From an optimization exercise on the open Yosys and OpenROAD flow, aimed at small area and a short achievable clock period; shortcuts taken in it are not production practice.
The RTL was checked by simulation tests, not by an equivalence proof against the original design.
No activity file was given, so power comes from the tool's default toggle rates.

job 101:
// le_fpu
module le_fpu (
    input  wire        clk,
    input  wire        rst,         
    input  wire        in_valid,
    input  wire [31:0] in_insn,
    input  wire [31:0] in_a,        
    input  wire [31:0] in_b,        
    output reg         out_valid,
    output reg         out_fault,   
    output reg         out_wen,     
    output reg  [4:0]  out_rd,
    output reg  [31:0] out_data
);
Size in the first run: roughly 3700 cells after synthesis, roughly 33000 µm² of cells after synthesis.
clock: 16.0 ns
lec_check: 0
cap_margin: 20
core_margin: 2
core_utilization: 45
slew_margin: 20
synth_hierarchical: 1
synth_minimum_keep_size: 0
standard.sh (not shown) runs the stock make flow with config.mk's settings and CLKGATE_MAP_FILE= SYNTH_SCRIPT=/design/flow/synth_recipe.tcl, a recipe that flattens the netlist after the stock synthesis.
==> flow/flow/run.sh <==
#!/bin/bash
set -euo pipefail
export SETUP_SLACK_MARGIN=${SETUP_SLACK_MARGIN:-6}
export BUFFER_PORTS_ARGS="-buffer_cell sky130_fd_sc_hd__buf_2"
bash standard.sh > run.log 2>&1
Setup changes, job 101 to job 102
==> flow/flow/run.sh <==
#!/bin/bash
set -euo pipefail
export SETUP_SLACK_MARGIN=${SETUP_SLACK_MARGIN:-6.5}
export BUFFER_PORTS_ARGS="-buffer_cell sky130_fd_sc_hd__buf_2"
bash standard.sh > run.log 2>&1
Results
When job 102 is set beside job 101, its initial antenna violation count turns out to be 1 smaller. From job 101 to job 102 the numbers moved as follows: internal power summed over all cells has increased; final-layout non-clock buffer area share higher.

========
le_fpu, a different RTL version from the one above (not shown whole).
Size in the first run: about 3800 cells after synthesis, roughly 85 flip-flops, ~0.033 mm² of cells after synthesis.
clock: 16.0 ns
lec_check: 0
cap_margin: 20
core_margin: 2
core_utilization: 45
slew_margin: 20
synth_hierarchical: 1
synth_minimum_keep_size: 0
==> flow/flow/run.sh <==
#!/bin/bash
set -euo pipefail
export SETUP_SLACK_MARGIN=${SETUP_SLACK_MARGIN:-8}
export BUFFER_PORTS_ARGS="-buffer_cell sky130_fd_sc_hd__buf_2"
bash standard.sh > run.log 2>&1
The baseline completed with no timing, DRC or antenna violations.
Change:
--- a/flow/flow/run.sh
+++ b/flow/flow/run.sh
@@ -3 +3 @@
-export SETUP_SLACK_MARGIN=${SETUP_SLACK_MARGIN:-8}
+export SETUP_SLACK_MARGIN=${SETUP_SLACK_MARGIN:-5}
Effect: The changed run went through all stages and came out clean. Setup slack is worse by 0.84 ns. Sequential share of layout area goes up by 0.46 points. Global-route usage goes down by 1.9 points. Total power goes down by 6.7%. Sequential power goes down by about 1%. Core utilization goes down by 6.6 points. Non-clock buffer count goes down by 242.
Change:
==> flow/run.sh (new file) <==
#!/bin/bash
# synth_recipe.tcl (not shown) runs the flow's synth.tcl, then flattens the netlist and writes it again
# the make line also repeats each setting of config.mk as NAME=value (left out here)
make -C /OpenROAD-flow-scripts/flow DESIGN_CONFIG=/design/flow/config.mk WORK_HOME=/design/flow/orfs CLKGATE_MAP_FILE= SYNTH_SCRIPT=/design/flow/synth_recipe.tcl finish
- SETUP_SLACK_MARGIN: not set -> 0.3
removed: flow/flow/run.sh
removed: flow/standard.sh
The new run finished with timing, DRC and antenna clean.
Power rose by 1.3%.
Global-route usage grows by 0.58 points.
Die area stays the same.
Synthesized cell count does not change.
Non-clock buffer count came out lower by 8.
Design area rose by 0.44%.

========
## run C
le_fpu again, from the RTL that the note above started with.
==> flow/config.mk <==
export PLATFORM = sky130hd
export DESIGN_NAME = le_fpu
export DESIGN_NICKNAME = le_fpu
export VERILOG_FILES = /design/flow/design.v
export SDC_FILE = /design/flow/constraint.sdc
export NUM_CORES = 4
export LEC_CHECK = 0
export CAP_MARGIN = 20
export CORE_MARGIN = 2
export CORE_UTILIZATION = 45
export SLEW_MARGIN = 20
export SYNTH_HIERARCHICAL = 1
export SYNTH_MINIMUM_KEEP_SIZE = 0
==> flow/constraint.sdc <==
create_clock -name core_clock -period 16.0 [get_ports {clk}]
set_input_delay 3.2000 -clock core_clock [delete_from_list [all_inputs] [get_ports {clk}]]
set_output_delay 3.2000 -clock core_clock [all_outputs]
set_load 0.01 [all_outputs]
==> flow/flow/run.sh <==
#!/bin/bash
set -euo pipefail
export SETUP_SLACK_MARGIN=${SETUP_SLACK_MARGIN:-7}
export BUFFER_PORTS_ARGS="-buffer_cell sky130_fd_sc_hd__buf_2"
bash standard.sh > run.log 2>&1
--- input diff run C..run K ---
==> flow/flow/run.sh <==
#!/bin/bash
set -euo pipefail
export SETUP_SLACK_MARGIN=${SETUP_SLACK_MARGIN:-6}
export BUFFER_PORTS_ARGS="-buffer_cell sky130_fd_sc_hd__buf_2"
bash standard.sh > run.log 2>&1
Notes after the runs:
Worst hold margin: run K and run C compared, higher one is run K. In run K, critical path depth is higher than in run C. As of run K, sum of internal, switching and leakage power had fallen by a few percent compared to run C. Compared with run C, run K ends up with less cell area. Run K ended up with a lower total wirelength of the detailed-routed design than run C did. Delta (run K minus run C): non-clock inverter instance count of the final layout fell 1.2%, area added between synthesis and finish fell 4.1 points.

-- separate check: timing with driven ports --
The flow's constraints put no driver on any port. The routed layouts listed below were extracted and timed again, unchanged, in two steps.
Step 1, drivers: a clkbuf_16 drives clk and a buf_2 each remaining input, both assumed.
Step 2 also shifts input and output timing later by t, the mid clock arrival at the registers, as if the neighbouring blocks saw the same clock.
Three values: ideal, step 1, step 2; two values: the first two.
run	shift t [ns]	setup slack, ns	worst setup path at the end
job 101	0.387	6.175 / 6.140 / 5.753	input to register
job 102	0.397	6.499 / 6.457 / 6.061	input to register
the first run of note 2	0.401	6.051 / 6.011 / 5.610	input to register
the second run of note 2	0.396	5.212 / 5.242 / 4.847	input to register
the third run of note 2	0.401	2.925 / 2.948 / 2.547	input to register
run C	0.404	6.044 / 6.032 / 5.628	input to register
run K	0.397	5.972 / 5.962 / 5.565	input to register
After both steps every run listed still meets setup and hold. The setup slack of the first run of note 2, which loses most, moves by -0.040 ns with the drivers and by -0.441 ns with both steps.
